This is an optimization exercise on Yosys and OpenROAD, whose aim is small area and a short achievable clock period, not a production implementation.
Function was checked by simulation only, so behaviour that the tests miss may differ from the original.
Power figures rest on the tool's default switching activity, not on a simulated workload.

==> flow/design.v <==
module ca_channel (
    input  wire        clk,
    input  wire        rst,         
    input  wire        start,       
    input  wire        upd,         
    input  wire [5:0]  prn,         
    input  wire [5:0]  noise_prn,   
    input  wire [1:0]  dsel,        
    input  wire [7:0]  moff,        
    input  wire [31:0] fc,          
    input  wire [31:0] fk,          
    input  wire        s_valid,
    input  wire [7:0]  s_i,
    input  wire [7:0]  s_q,
    output reg         dump_valid,
    output wire [31:0] ve_i, ve_q,
    output wire [31:0] e_i,  e_q,
    output wire [31:0] p_i,  p_q,
    output wire [31:0] l_i,  l_q,
    output wire [31:0] vl_i, vl_q,
    output wire [31:0] n_i,  n_q,
    output wire [31:0] m_i,  m_q,
    output wire [63:0] carr_phase,
    output wire [31:0] code_frac
);
    localparam signed [31:0] FC_MIN = -32'sd225443840;    
    localparam signed [31:0] FC_MAX = -32'sd224395264;    
    localparam        [31:0] FK_MIN = 32'd26816795;       
    localparam        [31:0] FK_MAX = 32'd26817867;       
    function [31:0] clamp_fk(input [31:0] w);
        if (w < FK_MIN)      clamp_fk = FK_MIN;
        else if (w > FK_MAX) clamp_fk = FK_MAX;
        else                 clamp_fk = w;
    endfunction
    function [20:0] pack_fc(input [31:0] w);
        pack_fc = {$signed(w[31:20]) > $signed(12'hF29),
                   (w[31:20] == 12'hF29) ? w[19:0] : 20'd0};
    endfunction
    function [10:0] pack_fk(input [31:0] w);
        reg [31:0] c;
        begin
            c = clamp_fk(w);
            pack_fk = c[10:0];
        end
    endfunction
    function [4:0] win_init(input [5:0] p);
        case (p)
            6'd1: win_init = 5'b01100;
            6'd2: win_init = 5'b11100;
            6'd3: win_init = 5'b11100;
            6'd4: win_init = 5'b11101;
            6'd5: win_init = 5'b00101;
            6'd6: win_init = 5'b01110;
            6'd7: win_init = 5'b00100;
            6'd8: win_init = 5'b01101;
            6'd9: win_init = 5'b11110;
            6'd10: win_init = 5'b01100;
            6'd11: win_init = 5'b11100;
            6'd12: win_init = 5'b11100;
            6'd13: win_init = 5'b11100;
            6'd14: win_init = 5'b11100;
            6'd15: win_init = 5'b11101;
            6'd16: win_init = 5'b11111;
            6'd17: win_init = 5'b00100;
            6'd18: win_init = 5'b01100;
            6'd19: win_init = 5'b11100;
            6'd20: win_init = 5'b11100;
            6'd21: win_init = 5'b11100;
            6'd22: win_init = 5'b11101;
            6'd23: win_init = 5'b00100;
            6'd24: win_init = 5'b11100;
            6'd25: win_init = 5'b11100;
            6'd26: win_init = 5'b11100;
            6'd27: win_init = 5'b11101;
            6'd28: win_init = 5'b11110;
            6'd29: win_init = 5'b00100;
            6'd30: win_init = 5'b01100;
            6'd31: win_init = 5'b11100;
            6'd32: win_init = 5'b11101;
            6'd33: win_init = 5'b11110;
            6'd34: win_init = 5'b11110;
            6'd35: win_init = 5'b00100;
            6'd36: win_init = 5'b01100;
            6'd37: win_init = 5'b11110;
            default: win_init = 5'b00000;
        endcase
    endfunction
    function [10:1] g2_mask(input [5:0] p);
        case (p)
            6'd1: g2_mask = 10'b0000100010;
            6'd2: g2_mask = 10'b0001000100;
            6'd3: g2_mask = 10'b0010001000;
            6'd4: g2_mask = 10'b0100010000;
            6'd5: g2_mask = 10'b0100000001;
            6'd6: g2_mask = 10'b1000000010;
            6'd7: g2_mask = 10'b0010000001;
            6'd8: g2_mask = 10'b0100000010;
            6'd9: g2_mask = 10'b1000000100;
            6'd10: g2_mask = 10'b0000000110;
            6'd11: g2_mask = 10'b0000001100;
            6'd12: g2_mask = 10'b0000110000;
            6'd13: g2_mask = 10'b0001100000;
            6'd14: g2_mask = 10'b0011000000;
            6'd15: g2_mask = 10'b0110000000;
            6'd16: g2_mask = 10'b1100000000;
            6'd17: g2_mask = 10'b0000001001;
            6'd18: g2_mask = 10'b0000010010;
            6'd19: g2_mask = 10'b0000100100;
            6'd20: g2_mask = 10'b0001001000;
            6'd21: g2_mask = 10'b0010010000;
            6'd22: g2_mask = 10'b0100100000;
            6'd23: g2_mask = 10'b0000000101;
            6'd24: g2_mask = 10'b0000101000;
            6'd25: g2_mask = 10'b0001010000;
            6'd26: g2_mask = 10'b0010100000;
            6'd27: g2_mask = 10'b0101000000;
            6'd28: g2_mask = 10'b1010000000;
            6'd29: g2_mask = 10'b0000100001;
            6'd30: g2_mask = 10'b0001000010;
            6'd31: g2_mask = 10'b0010000100;
            6'd32: g2_mask = 10'b0100001000;
            6'd33: g2_mask = 10'b1000010000;
            6'd34: g2_mask = 10'b1000001000;
            6'd35: g2_mask = 10'b0001000001;
            6'd36: g2_mask = 10'b0010000010;
            6'd37: g2_mask = 10'b1000001000;
            default: g2_mask = 10'b0000000000;
        endcase
    endfunction
    localparam [10:1] G1_2 = 10'b1111111100;    
    localparam [10:1] G1_3 = 10'b1111111000, G2_3 = 10'b1111111001;
    reg        rst0, start0, upd0;
    reg [7:0]  si0, sq0;
    reg [20:0] fc0;
    reg [10:0] fk0;
    reg [1:0]  dsel0;
    reg [7:0]  moff0;
    reg [5:0]  prn0, nprn0;
    always @(posedge clk) begin
        rst0   <= rst;
        start0 <= start;
        upd0   <= upd;
        si0    <= s_i;
        sq0    <= s_q;
        fc0    <= pack_fc(fc);
        fk0    <= pack_fk(fk);
        dsel0  <= dsel;
        moff0  <= moff;
        prn0   <= prn;
        nprn0  <= noise_prn;
    end
    reg        running;
    reg [10:1] pmask, nmask;    
    reg [20:0] fc_r, fc_q;
    reg [10:0] fk_r, fk_q;
    reg [1:0]  dsel_r, dsel_q;
    reg [7:0]  moff_r, moff_q;
    reg [31:0] plo;             
    reg [31:0] phi;             
    reg [31:0] frac;            
    reg [10:1] g1, g2;          
    reg [4:0]  win;             
    reg [2:0]  nwin;            
    wire [31:0] fc_w = {10'b1111001010, fc_r[20], ~fc_r[20], fc_r[19:0]};
    wire [31:0] fk_w = {FK_MIN[31:11], fk_r};
    reg         take;
    always @(posedge clk)
        take <= s_valid && !start && !rst && (rst0 ? 1'b0 : start0 ? 1'b1 : running);
    wire [32:0] frac_sum = {1'b0, frac} + {1'b0, fk_w};
    wire        chip_adv = frac_sum[32];
    wire        at_last  = (g1 == G1_2);          
    wire        bnd      = take && chip_adv && at_last;
    wire [32:0] plo_sum  = {1'b0, plo} + {1'b0, fc_w};
    wire g1_fb = g1[3] ^ g1[10];
    wire g2_fb = g2[2] ^ g2[3] ^ g2[6] ^ g2[8] ^ g2[9] ^ g2[10];
    always @(posedge clk) begin
        if (rst0)
            running <= 1'b0;
        else if (start0)
            running <= 1'b1;
    end
    always @(posedge clk) begin
        if (start0 || upd0) begin
            fc_q   <= fc0;
            fk_q   <= fk0;
            dsel_q <= dsel0;
            moff_q <= moff0;
        end
        if (start0) begin
            fc_r   <= fc0;
            fk_r   <= fk0;
            dsel_r <= dsel0;
            moff_r <= moff0;
        end else if (bnd) begin
            fc_r   <= fc_q;
            fk_r   <= fk_q;
            dsel_r <= dsel_q;
            moff_r <= moff_q;
        end
    end
    always @(posedge clk) begin
        if (start0) begin
            plo    <= 32'd0;
            frac   <= 32'd0;
            g1     <= G1_3;
            g2     <= G2_3;
            win    <= win_init(prn0);
            nwin   <= win_init(nprn0) >> 2;
            pmask  <= g2_mask(prn0);
            nmask  <= g2_mask(nprn0);
        end else if (take) begin
            plo    <= plo_sum[31:0];
            frac   <= frac_sum[31:0];
            if (chip_adv) begin
                win  <= {g1[10] ^ (^(g2 & pmask)), win[4:1]};
                nwin <= {g1[10] ^ (^(g2 & nmask)), nwin[2:1]};
                g1   <= {g1[9:1], g1_fb};
                g2   <= {g2[9:1], g2_fb};
            end
        end
    end
    function [4:0] mul_ctl(input [2:0] m);
        begin
            mul_ctl[4:3] = m[2] ? (m[1] ? 2'd3 : 2'd2) : (m[1] ? (m[0] ? 2'd2 : 2'd1) : 2'd0);
            mul_ctl[2]   = m[0] ? (m[2] | m[1]) : (m[2] & m[1]);    
            mul_ctl[1]   = m[2] & m[1] & ~m[0];                    
            mul_ctl[0]   = m[1];                                   
        end
    endfunction
    function [11:0] rep_ctl(input [4:0] k);
        reg [2:0] t_c, t_s, mag_c, mag_s;
        reg       neg_c, neg_s;
        begin
            t_c = (k[2:0] == 3'd0) ? 3'd7 : -k[2:0];         
            t_s = (k[2:0] == 3'd7) ? 3'd7 : k[2:0] + 3'd1;   
            case (k[4:3])
                2'd0: begin mag_c = t_c; neg_c = 1'b0; mag_s = t_s; neg_s = 1'b0; end
                2'd1: begin mag_c = t_s; neg_c = 1'b1; mag_s = t_c; neg_s = 1'b0; end
                2'd2: begin mag_c = t_c; neg_c = 1'b1; mag_s = t_s; neg_s = 1'b1; end
                default: begin mag_c = t_s; neg_c = 1'b0; mag_s = t_c; neg_s = 1'b1; end
            endcase
            rep_ctl = {mul_ctl(mag_c), neg_c, mul_ctl(mag_s), neg_s};
        end
    endfunction
    reg        [11:0] rc;
    reg        [7:0]  si2, sq2;
    reg               tk2, bnd2;
    reg        [6:0]  tb2;
    always @(posedge clk) begin
        rc   <= rep_ctl(plo[31:27]);
        si2  <= si0;
        sq2  <= sq0;
        tk2  <= take;
        bnd2 <= bnd;
        tb2  <= tb;
    end
    wire [4:0] mc    = rc[11:7];
    wire       neg_c = rc[6];
    wire [4:0] ms    = rc[5:1];
    wire       neg_s = rc[0];
    function [12:0] term_a(input [7:0] x, input [4:0] c, input neg);
        reg signed [12:0] v;
        begin
            v = $signed(x) <<< c[4:3];
            term_a = v ^ {13{neg}};
        end
    endfunction
    function [12:0] term_b(input [7:0] x, input [4:0] c, input neg);
        reg signed [12:0] v;
        begin
            v = $signed(x) <<< c[1];
            term_b = c[2] ? (v ^ {13{c[0] ^ neg}}) : 13'd0;
        end
    endfunction
    function [2:0] term_ci(input [4:0] cx, input nx, input [4:0] cy, input ny);
        term_ci = {2'b00, nx} + {2'b00, cx[2] & (cx[0] ^ nx)} +
                  {2'b00, ny} + {2'b00, cy[2] & (cy[0] ^ ny)};
    endfunction
    function [25:0] csa5(input [12:0] a, input [12:0] b, input [12:0] c,
                         input [12:0] d, input [2:0] e);
        reg [12:0] s1, c1, s2, c2, s3, c3;
        begin
            s1 = a ^ b ^ c;
            c1 = ((a & b) | (a & c) | (b & c)) << 1;
            s2 = s1 ^ c1 ^ d;
            c2 = ((s1 & c1) | (s1 & d) | (c1 & d)) << 1;
            s3 = s2 ^ c2 ^ {10'd0, e};
            c3 = ((s2 & c2) | (s2 & {10'd0, e}) | (c2 & {10'd0, e})) << 1;
            csa5 = {s3, c3};
        end
    endfunction
    wire [25:0] cs_i = csa5(term_a(si2, mc, neg_c), term_b(si2, mc, neg_c),
                            term_a(sq2, ms, neg_s), term_b(sq2, ms, neg_s),
                            term_ci(mc, neg_c, ms, neg_s));
    wire [25:0] cs_q = csa5(term_a(sq2, mc, neg_c), term_b(sq2, mc, neg_c),
                            term_a(si2, ms, ~neg_s), term_b(si2, ms, ~neg_s),
                            term_ci(mc, neg_c, ms, ~neg_s));
    wire lt_h0 = frac < 32'h0CCCCCCD;
    wire lt_d0 = frac < 32'h1999999A;
    wire lt_d1 = frac < 32'h33333333;
    wire ge_h0 = frac >= 32'hF3333333;     
    wire ge_d0 = frac >= 32'hE6666666;
    wire ge_d1 = frac >= 32'hCCCCCCCD;
    reg ve_lo, e_lo, l_hi, vl_hi;          
    always @* begin
        case (dsel_r)
            2'd0: begin ve_lo = lt_d0; e_lo = lt_h0; l_hi = ge_h0; vl_hi = ge_d0; end
            2'd1: begin ve_lo = lt_d1; e_lo = lt_d0; l_hi = ge_d0; vl_hi = ge_d1; end
            2'd2: begin ve_lo = ~frac[31]; e_lo = ~|frac[31:30];
                        l_hi = &frac[31:30]; vl_hi = frac[31]; end
            default: begin ve_lo = 1'b1; e_lo = ~frac[31]; l_hi = frac[31]; vl_hi = 1'b1; end
        endcase
    end
    wire [8:0]  m_s   = {3'b000, frac[31:26]} + {moff_r[7], moff_r};
    wire [2:0]  m_ix  = m_s[8:6] + 3'd2;                         
    wire [6:0]  tb;     
    assign tb[0] = ve_lo ? win[1] : win[2];
    assign tb[1] = e_lo  ? win[1] : win[2];
    assign tb[2] = win[2];
    assign tb[3] = l_hi  ? win[3] : win[2];
    assign tb[4] = vl_hi ? win[3] : win[2];
    assign tb[5] = nwin[0];
    assign tb[6] = win[m_ix];
    reg st2, st3, st4, dec2, dec3, dec4;
    always @(posedge clk) begin
        st2  <= start0;
        st3  <= st2;
        st4  <= st3;
        dec2 <= take && !plo_sum[32];
        dec3 <= dec2;
        dec4 <= dec3;
        if (st4)
            phi <= 32'd0;
        else
            phi <= phi - {31'd0, dec4};
    end
    reg               tk3, bnd3;
    reg        [25:0] cs3_i, cs3_q;
    reg        [6:0]  tb3;
    reg        [31:0] plo_d, frac_d;   
    always @(posedge clk) begin
        tk3   <= tk2;
        bnd3  <= bnd2;
        cs3_i <= cs_i;
        cs3_q <= cs_q;
        tb3   <= tb2;
        if (bnd2) begin
            plo_d  <= plo;
            frac_d <= frac;
        end
    end
    wire [12:0] bb_i = cs3_i[25:13] + cs3_i[12:0];
    wire [12:0] bb_q = cs3_q[25:13] + cs3_q[12:0];
    reg               bnd4;
    reg signed [11:0] bi4, bq4;        
    reg        [6:0]  tb4;
    always @(posedge clk) begin
        bnd4 <= bnd3;
        bi4  <= tk3 ? bb_i[11:0] : 12'd0;
        bq4  <= tk3 ? bb_q[11:0] : 12'd0;
        tb4  <= tk3 ? tb3 : 7'd0;
    end
    reg clr5, cap5;
    always @(posedge clk) begin
        clr5 <= bnd4 || st4;
        cap5 <= bnd4;
    end
    function [12:0] lo_step(input [11:0] a, input [11:0] b, input t);
        lo_step = {1'b0, a} + {1'b0, b ^ {12{t}}} + {12'd0, t};
    endfunction
    function [16:0] hi_step(input [16:0] ah, input c, input s);
        reg   up, dn;
        integer i;
        begin
            up = c & ~s;     
            dn = s & ~c;     
            for (i = 0; i < 17; i = i + 1) begin
                hi_step[i] = ah[i] ^ (up | dn);
                up = up & ah[i];
                dn = dn & ~ah[i];
            end
        end
    endfunction
    reg [11:0] lo_i [0:6];
    reg [11:0] lo_q [0:6];
    reg [16:0] hi_i [0:6];
    reg [16:0] hi_q [0:6];
    reg        cy_i [0:6];             
    reg        cy_q [0:6];
    reg        sg_i [0:6];             
    reg        sg_q [0:6];
    reg [12:0] lsum_i [0:6];
    reg [12:0] lsum_q [0:6];
    reg [16:0] hnx_i [0:6];
    reg [16:0] hnx_q [0:6];
    reg [28:0] out_i [0:6];
    reg [28:0] out_q [0:6];
    reg [63:0] cp_r;
    reg [31:0] cf_r;
    integer k;
    always @* begin
        for (k = 0; k < 7; k = k + 1) begin
            lsum_i[k] = lo_step(clr5 ? 12'd0 : lo_i[k], bi4, tb4[k]);
            lsum_q[k] = lo_step(clr5 ? 12'd0 : lo_q[k], bq4, tb4[k]);
            hnx_i[k]  = hi_step(hi_i[k], cy_i[k], sg_i[k]);
            hnx_q[k]  = hi_step(hi_q[k], cy_q[k], sg_q[k]);
        end
    end
    always @(posedge clk) begin
        for (k = 0; k < 7; k = k + 1) begin
            lo_i[k] <= lsum_i[k][11:0];
            lo_q[k] <= lsum_q[k][11:0];
            cy_i[k] <= lsum_i[k][12];
            cy_q[k] <= lsum_q[k][12];
            sg_i[k] <= bi4[11] ^ tb4[k];
            sg_q[k] <= bq4[11] ^ tb4[k];
            hi_i[k] <= clr5 ? 17'd0 : hnx_i[k];
            hi_q[k] <= clr5 ? 17'd0 : hnx_q[k];
        end
    end
    always @(posedge clk) begin
        dump_valid <= cap5;
        if (cap5) begin
            for (k = 0; k < 7; k = k + 1) begin
                out_i[k] <= {hnx_i[k], lo_i[k]};
                out_q[k] <= {hnx_q[k], lo_q[k]};
            end
            cp_r <= {phi, plo_d};
            cf_r <= frac_d;
        end
    end
    assign ve_i = {{3{out_i[0][28]}}, out_i[0]};  assign ve_q = {{3{out_q[0][28]}}, out_q[0]};
    assign e_i  = {{3{out_i[1][28]}}, out_i[1]};  assign e_q  = {{3{out_q[1][28]}}, out_q[1]};
    assign p_i  = {{3{out_i[2][28]}}, out_i[2]};  assign p_q  = {{3{out_q[2][28]}}, out_q[2]};
    assign l_i  = {{3{out_i[3][28]}}, out_i[3]};  assign l_q  = {{3{out_q[3][28]}}, out_q[3]};
    assign vl_i = {{3{out_i[4][28]}}, out_i[4]};  assign vl_q = {{3{out_q[4][28]}}, out_q[4]};
    assign n_i  = {{3{out_i[5][28]}}, out_i[5]};  assign n_q  = {{3{out_q[5][28]}}, out_q[5]};
    assign m_i  = {{3{out_i[6][28]}}, out_i[6]};  assign m_q  = {{3{out_q[6][28]}}, out_q[6]};
    assign carr_phase = cp_r;
    assign code_frac  = cf_r;
endmodule
==> flow/flow/run.sh <==
#!/bin/bash
# The standard ORFS layout (standard.sh, standard synthesis), with:
#  - timing repair aimed at a 6.7 ns setup margin against the design's 10 ns clock
#    (SDC unchanged), so the layout closes well under the clock period;
#  - resizing not held to the same cell footprint;
#  - ports buffered with buf_1 instead of the default delay buffer.
# make's output goes to standard_make.log; ORFS keeps each step's log under orfs/logs.
set -euo pipefail
bash standard.sh SETUP_SLACK_MARGIN=6.7 MATCH_CELL_FOOTPRINT=0 \
  "BUFFER_PORTS_ARGS=-buffer_cell sky130_fd_sc_hd__buf_1" finish > standard_make.log 2>&1
==> flow/standard.sh <==
#!/bin/bash
# synth_recipe.tcl (not shown) runs the flow's synth.tcl, then flattens the netlist and writes it again
# the make line also repeats each setting of config.mk as NAME=value (left out here)
make -C /OpenROAD-flow-scripts/flow DESIGN_CONFIG=/design/flow/config.mk WORK_HOME=/design/flow/orfs CLKGATE_MAP_FILE= SYNTH_SCRIPT=/design/flow/synth_recipe.tcl "${@:-finish}"
==> flow/config.mk <==
export PLATFORM = sky130hd
export DESIGN_NAME = ca_channel
export DESIGN_NICKNAME = ca_channel
export VERILOG_FILES = /design/flow/design.v
export SDC_FILE = /design/flow/constraint.sdc
export NUM_CORES = 4
export LEC_CHECK = 0
export CAP_MARGIN = 20
export CORE_MARGIN = 2
export CORE_UTILIZATION = 70
export CTS_CLUSTER_DIAMETER = 60
export CTS_CLUSTER_SIZE = 24
export SLEW_MARGIN = 20
==> flow/constraint.sdc <==
create_clock -name core_clock -period 10.0 [get_ports {clk}]
set_input_delay 2.0000 -clock core_clock [delete_from_list [all_inputs] [get_ports {clk}]]
set_output_delay 2.0000 -clock core_clock [all_outputs]
set_load 0.01 [all_outputs]
==> results of run 1 <==
[final cells by class]
cell class	instances	share of cell area
Antenna cell	2	0.0000686
Clock buffer	108	0.0335
Clock inverter	69	0.0124
Inverter	198	0.0102
Multi-Input combinational cell	3773	0.384
Sequential cell	1444	0.490
Tap cell	1243	0.0213
Timing Repair Buffer	704	0.0480
[kinds of logic (layout without fill, tap and decap cells)]
logic type,count (synthesis),after routing,share of synthesized area
adder cells (fa/ha/maj),355,355,0.0756
AO/OA/AOI/OAI,757,757,0.0731
AND/OR/NAND/NOR,1714,1722,0.142
XOR/XNOR,755,755,0.101
buffers and inverters,477,1079,0.0299
multiplexers,184,184,0.0311
other,0,2,0
flip-flops,1444,1444,0.547
[per-layer routing]
metal	vias up	wire, microns
li1	20800	-
met1	20500	59300
met2	1288	71500
met3	232	10100
met4	4	5590
met5	-	21
[sequential cells by signal (all words and copies together) (netlist names), 12 cells and up, named ones only]
signal / count
phi: 32
out_q: 203
hi_q: 119
hi_i: 119
plo: 32
rc: 12
frac_d: 32
bq4: 12
lo_q: 84
plo_d: 32
fc_q: 21
fc_r: 21
lo_i: 84
cs3_q: 23
out_i: 203
cs3_i: 23
frac: 32
cf_r: 32
bi4: 12
cp_r: 64
fc0: 21
[report_power, final]
| group | internal, uW | leakage [uW] | total, uW | switching (uW) |
|---|---|---|---|---|
| Clock | 2010 | 0.00162 | 4220 | 2220 |
| Sequential | 6610 | 0.0126 | 6950 | 341 |
| Combinational | 946 | 0.0159 | 1980 | 1030 |
[worst max-delay path by stage]
stage | from | to
3_5_place_dp | clr5 | cy_i[3]
4_1_cts | cf_r[21] | code_frac[21]
2_1_floorplan | cap5 | cf_r[0]
5_1_grt | bq4[0] | cy_q[0]
3_3_place_gp | clr5 | cy_i[2]
6_report | cf_r[21] | code_frac[21]
[synthesized netlist by cell type, types with 39 or more instances]
library cell | number | share of area
xor2_1 | 354 | 0.048
nor4_1 | 39 | 0.0037
mux2i_1 | 122 | 0.019
and3_1 | 42 | 0.0040
nor3_1 | 100 | 0.0077
fa_1 | 66 | 0.020
o21ai_0 | 163 | 0.012
dfxtp_1 | 766 | 0.23
nand2_1 | 276 | 0.016
clkbuf_1 | 200 | 0.012
nor2_1 | 342 | 0.020
inv_1 | 197 | 0.011
nor2b_1 | 458 | 0.044
mux2_2 | 52 | 0.0090
a31oi_1 | 54 | 0.0052
xnor2_1 | 401 | 0.054
ha_1 | 289 | 0.055
nand3_1 | 71 | 0.0054
edfxtp_1 | 678 | 0.31
nand2b_1 | 84 | 0.0081
a21o_1 | 57 | 0.0066
a21oi_1 | 233 | 0.018
and2_1 | 82 | 0.0079
buf_4 | 42 | 0.0048
[repair_timing]
action | CTS | global route
pin swaps | 9 | 14
buffers inserted | 10 | 15
gates resized for setup | 255 | 153
cloned | 12 | 0
endpoints found under the setup margin | 414 | 300
[per-stage QoR]
stage                util  power (uW)  hold slack (ns)
floorplan               -        8500            0.310
global placement    0.742        8940            0.310
detailed placement  0.742        9020            0.312
CTS                 0.786       13200            0.327
global route        0.792       13700            0.324
finish              0.792       13200            0.328
[cells in the final DEF, fill, tap and decap left out, types with 196 or more instances in the layout]
master / Yosys / final
a21oi_1: 233 / 228
buf_1: 34 / 439
dfxtp_1: 766 / 746
edfxtp_1: 678 / 678
ha_1: 289 / 286
inv_1: 197 / 196
nand2_1: 276 / 276
nor2_1: 342 / 342
nor2b_1: 458 / 456
xnor2_1: 401 / 401
xor2_1: 354 / 352
==> results.py, run 1 <==
metrics = {
    "clock_tree": {
        "cts_tree": "yes",
        "cts_hold_buffers": 0,
        "root_buffer": "clkbuf_16",
        "cts_buffer_depth": 3,
        "cts_buffers": 94,
        "cts.clk_slew.worst_paths_ns": 0.09,
        "clkSinkCount": 1444,
        "htree_levels": 3,
        "clk_latency_ns": 0.71,
    },
    "yosys": {
        "syn_nets": 6148,
        "synth_cell_types": 80,
        "synthArstFlopShare": 0,
        "synth_flop_cell": "dfxtp_1",
        "synthesis.instances": 5686,
        "yosys_warnings": 15,
        "ys_seq_area_frac": 0.547,
        "syn_area_per_cell_sq_um": 11.5,
        "synth-edff-count": 678,
        "netlist_area_sq_mm": 0.0653,
        "ys_seq_elements": 1444,
    },
    "placed_design": {
        "place_area_sq_mm": 0.0683,
        "gp_congestion": 0.910,
        "portBuffers": 651,
        "pre_cts_slack_ns": 5.70,
        "hpwlAfterDp_microns": 102000,
        "dp_cells": 7325,
    },
    "global_route": {
        "grt_pass1_wl_microns": 223000,
        "top_usage_layer": "met2",
        "grtUsageMet3": 0.0517,
        "use_met2": 0.511,
        "grt_pass1_vias": 40600,
        "grt_usage": 0.298,
        "antenna_found_initial": 5,
        "grt-ovfl-total": 0,
        "use_met1": 0.381,
        "grt_max_degree": 140,
    },
    "run": {
        "maxCapViolations": 0,
    },
    "setup_path": {
        "rrSetupSlack_ns": 6.74,
        "crit_cells": 1,
        "crit_chain": "buf_1",
        "cpLargestDelayFamily": "flip-flops",
        "cp-start-kind": "flop",
        "crit_arrival_ns": 1.42,
        "max_stage_delay_ns": 0.53,
        "slowest_stage": "edfxtp_1",
        "critPathBufInv": 1,
        "criticalPathCategory": "flop to output port",
        "cp-end-kind": "output port",
        "worstPathRequired_ns": 8.00,
        "timing.rr.end": "fc_r[10]",
        "r2r_start": "frac[3]",
        "rr_worst_depth": 11,
        "crit_fanout": 1,
    },
    "die": {
        "core_area_sq_mm": 0.0921,
        "initial_utilization": 0.709,
        "fp.dieArea_sq_mm": 0.0957,
        "rows": 111,
        "die_h_microns": 309,
        "die_width_microns": 309,
        "num_io_pins": 652,
    },
    "min_path": {
        "hold_path_end": "tb3[4]",
        "hold_start": "tb2[4]",
        "min_path_cells": 0,
        "hold_class": "flop to flop",
    },
    "sta": {
        "setup_viol": 0,
        "fin_tns_setup_ns": 0,
        "min_period_ns": 3.42,
        "setup_slack_ns": 6.58,
        "hold_violations": 0,
        "clock_skew_ns": 0.0319,
        "finalCritPeriodShare": 0.342,
        "tightest_slew_ns": 0.990,
        "rsz0062_at_grt": "yes",
        "drv_slew": 0,
        "max_freq_ghz": 0.293,
        "slew_headroom": 0.340,
    },
    "layout": {
        "fillCellCount": 5784,
        "syn2layout_area_growth_pct": 11.7,
        "fin_area_sq_mm": 0.0729,
        "fin_nets": 6677,
        "seq_area_sq_mm": 0.0357,
        "multiInputGateArea_sq_mm": 0.0280,
        "drive_gt1_frac": 0.0980,
        "fin_cells": 7541,
    },
    "route": {
        "viasPerCell": 5.68,
        "first_iter_violations": 3497,
        "ant_nets": 0,
        "drcViolationCount": 0,
        "vias": 42800,
        "wl_per_cell_microns": 19.4,
        "wl_microns": 146000,
        "firstDrtPassIters": 6,
    },
    "power": {
        "ir_drop_uv": 178,
        "cellPowerDensity_mw_per_mm2": 180,
        "p_leak_uw": 0.0301,
    },
    "outcome": {
        "status": "complete, no violations",
    },
}
==> run 2: changes to the inputs <==
==> flow/flow/run.sh (replaced) <==
#!/bin/bash
# The standard ORFS layout (standard.sh, standard synthesis), with:
#  - timing repair aimed at a 7.0 ns setup margin against the design's 10 ns clock
#    (SDC unchanged), so the layout closes well under the clock period;
#  - resizing not held to the same cell footprint;
#  - ports buffered with buf_1 instead of the default delay buffer.
# make's output goes to standard_make.log; ORFS keeps each step's log under orfs/logs.
set -euo pipefail
bash standard.sh SETUP_SLACK_MARGIN=7.0 MATCH_CELL_FOOTPRINT=0 \
  "BUFFER_PORTS_ARGS=-buffer_cell sky130_fd_sc_hd__buf_1" finish > standard_make.log 2>&1
--- a/flow/config.mk
+++ b/flow/config.mk
@@ -9,5 +9,5 @@
 export CORE_MARGIN = 2
-export CORE_UTILIZATION = 70
-export CTS_CLUSTER_DIAMETER = 60
-export CTS_CLUSTER_SIZE = 24
+export CORE_UTILIZATION = 78
+export CTS_CLUSTER_DIAMETER = 64
+export CTS_CLUSTER_SIZE = 28
 export SLEW_MARGIN = 20
==> run 2 against run 1 <==
Compared with the run above:
- critical path depth unchanged
- combinational power increased by about 10%
- final cell count shrank 1.3%
- total power down 2.5%
- area after synthesis unchanged
- synthesized cell count stayed put
- sequential power grew 0.6%
- global-route usage grew 5.1 points
- largest cell class unchanged
==> results.py, run 2 <==
metrics = {
    "outcome": {
        "status": "complete, no violations",
    },
    "power": {
        "p_leak_uw": 0.0317,
        "power_uw": 12800,
        "cellPowerDensity_mw_per_mm2": 171,
        "ir_drop_uv": 171,
    },
    "placed_design": {
        "portBuffers": 651,
        "pre_cts_slack_ns": 5.15,
        "hpwlAfterDp_microns": 102000,
        "dp_cells": 7162,
        "gp_congestion": 0.911,
    },
    "sta": {
        "clock_skew_ns": 0.0298,
        "rsz0062_at_grt": "yes",
        "drv_slew": 0,
        "setup_viol": 0,
        "max_freq_ghz": 0.290,
        "finalCritPeriodShare": 0.345,
        "fin_tns_setup_ns": 0,
        "slew_headroom": 0.303,
        "hold_ws_ns": 0.326,
        "hold_violations": 0,
        "setup_slack_ns": 6.55,
        "tightest_slew_ns": 1.05,
        "min_period_ns": 3.45,
    },
    "setup_path": {
        "criticalPathCategory": "flop to output port",
        "cp-start-kind": "flop",
        "cpLargestDelayFamily": "flip-flops",
        "critPathBufInv": 1,
        "crit_fanout": 4,
        "slowest_stage": "edfxtp_1",
        "worstPathRequired_ns": 8.00,
        "crit_chain": "clkbuf_2",
        "max_stage_delay_ns": 0.57,
        "cp-end-kind": "output port",
        "crit_arrival_ns": 1.45,
    },
    "global_route": {
        "grt_usage": 0.349,
        "grt_pass1_vias": 43400,
        "grt_pass1_wl_microns": 236000,
        "antenna_found_initial": 5,
        "grt-ovfl-total": 0,
        "grt_max_degree": 151,
    },
    "layout": {
        "top_regs": "out_i: 203 flops, out_q: 203 flops",
        "drive_gt1_frac": 0.192,
        "fin_cells": 7441,
        "syn2layout_area_growth_pct": 15.1,
        "final_cell_mix": "724 x dfxtp_1, 678 x edfxtp_1, 429 x nor2b_1",
        "final_common_cell": "dfxtp_1",
        "fin_nets": 6759,
    },
    "yosys": {
        "yosys-top-cells-area": "edfxtp_1 31%, dfxtp_1 23%, ha_1 5.5%",
        "yosys-top-cells-count": "766 x dfxtp_1, 678 x edfxtp_1, 458 x nor2b_1",
        "synthArstFlopShare": 0,
        "synth.most_common_cell": "dfxtp_1",
        "synth_top_area_cell": "edfxtp_1",
        "yosys_warnings": 15,
        "ys_seq_elements": 1444,
        "synth_flop_cell": "dfxtp_1",
        "netlist_area_sq_mm": 0.0653,
        "syn_nets": 6148,
        "synth_cell_types": 80,
        "synth_top_area_share": 0.312,
        "synth-edff-count": 678,
        "synthesis.instances": 5686,
        "syn_area_per_cell_sq_um": 11.5,
        "ys_seq_area_frac": 0.547,
    },
    "die": {
        "core_area_sq_mm": 0.0833,
        "rows": 106,
        "initial_utilization": 0.784,
        "die_h_microns": 293,
        "die_width_microns": 293,
        "num_io_pins": 652,
        "fp.dieArea_sq_mm": 0.0860,
    },
    "route": {
        "first_iter_violations": 4776,
        "vias": 46600,
        "firstDrtPassIters": 6,
        "ant_nets": 0,
        "viasPerCell": 6.26,
        "wl_microns": 173000,
        "wl_per_cell_microns": 23.3,
        "drcViolationCount": 0,
    },
    "clock_tree": {
        "htree_levels": 3,
        "cts_hold_buffers": 0,
        "root_buffer": "clkbuf_16",
        "cts_buffers": 75,
        "cts_tree": "yes",
        "clkSinkCount": 1444,
        "cts.clk_slew.worst_paths_ns": 0.10,
        "cts_buffer_depth": 3,
        "clk_latency_ns": 0.68,
    },
    "min_path": {
        "hold_class": "flop to flop",
    },
    "run": {
        "maxCapViolations": 0,
    },
}
## run 2: metal layers
| metal | global-route usage | wire [microns] | vias to the layer above |
|---|---|---|---|
| li1 | - | - | 20900 |
| met4 | 0.180 | 11500 | 4 |
| met5 | 0 | 32 | - |
| met1 | 0.421 | 60200 | 22500 |
| met3 | 0.0703 | 16100 | 624 |
| met2 | 0.597 | 85500 | 2567 |
## run 2: cell families (layout without fill, tap and decap cells)
group                      Yosys count  count (layout)  synth area share
and+or+nand+nor                   1714            1722             0.142
DFF                               1444            1444             0.547
AOI/OAI and AO/OA                  757             757            0.0731
xor gates and xnor gates           755             755             0.101
buffers and inverters              477            1141            0.0299
adders and majority gates          355             355            0.0756
muxes                              184             184            0.0311
other                                0               3                 0
## run 2: worst paths after layout
path / start / end / slack (ns) / cells after the start
setup / recovery: out_i[1][28] / e_i[29] / 6.55 / 1
hold / removal: st3 / st4 / 0.33 / 0
setup reg to reg: sg_q[5] / hi_q[5][16] / 6.71 / 10
hold reg to reg: st3 / st4 / 0.33 / 0
## run 2: metrics by stage
step,util,instance area [sq um]
finish,0.902,75100
floorplan,-,65400
detailed placement,0.818,68200
global route,0.902,75100
CTS,0.876,72900
global placement,0.818,68200
## run 2: worst reg2reg max path: stages, from the launching register on
cell and delay [ns]:
dfxtp_1 0.42, ha_4 0.18, or4b_4 0.52, nor3_4 0.26
nand3b_1 0.20, or3_4 0.39, or4_4 0.50, nor4_4 0.19
a41oi_2 0.09, xnor2_1 0.30, nor2b_1 0.18
## run 2: what timing repair did
| item | in CTS | in global routing |
|---|---|---|
| setup buffers | 51 | 64 |
| pin swaps | 38 | 114 |
| resized for setup | 780 | 512 |
| cloned | 16 | 7 |
| endpoints found under the setup margin | 891 | 942 |
| endpoints found under the hold margin | 0 | 0 |
## run 2: layout make-up
type / instances / area (sq um)
clock inverters: 47 / 578
repair buffers: 805 / 5290
clock buffers: 91 / 2010
well taps: 1080 / 1350
multi-input cells: 3773 / 29400
fillers: 3411 / 8150
diodes: 3 / 7.51
flip-flops and latches: 1444 / 35800
inverters: 198 / 752
## run 2: report_power, final
part	switching (uW)	internal, uW	total, uW	leakage, uW
combinational	1160	1020	2180	0.0179
sequential	380	6610	6990	0.0126
clock	2080	1580	3660	0.00125

port drivers added, routing unchanged:
In the flow no input, the clock included, has a driving cell. The finished layouts below were timed again as built, in two steps. Step 1 assumes that a clkbuf_16 drives the clock port and a buf_2 every other input. Step 2 adds t to the input delays and takes it off the output delays; t is the mean of the earliest and latest rising clock arrival at the registers after step 1. Input paths then give back, and output paths get back, about the clock's delay inside the block. a / b / c = ideal ports / drivers / drivers and shift; a / b = the first two.
| run | t (ns) | setup slack, ns | hold slack, ns |
|---|---|---|---|
| run 1 | 0.766 | 6.583 / 6.509 / 6.232 | 0.328 / 0.328 / 0.328 |
| run 2 | 0.738 | 6.551 / 6.475 / 6.200 | 0.326 / 0.326 / 0.326 |
After both steps every run listed still meets setup and hold.
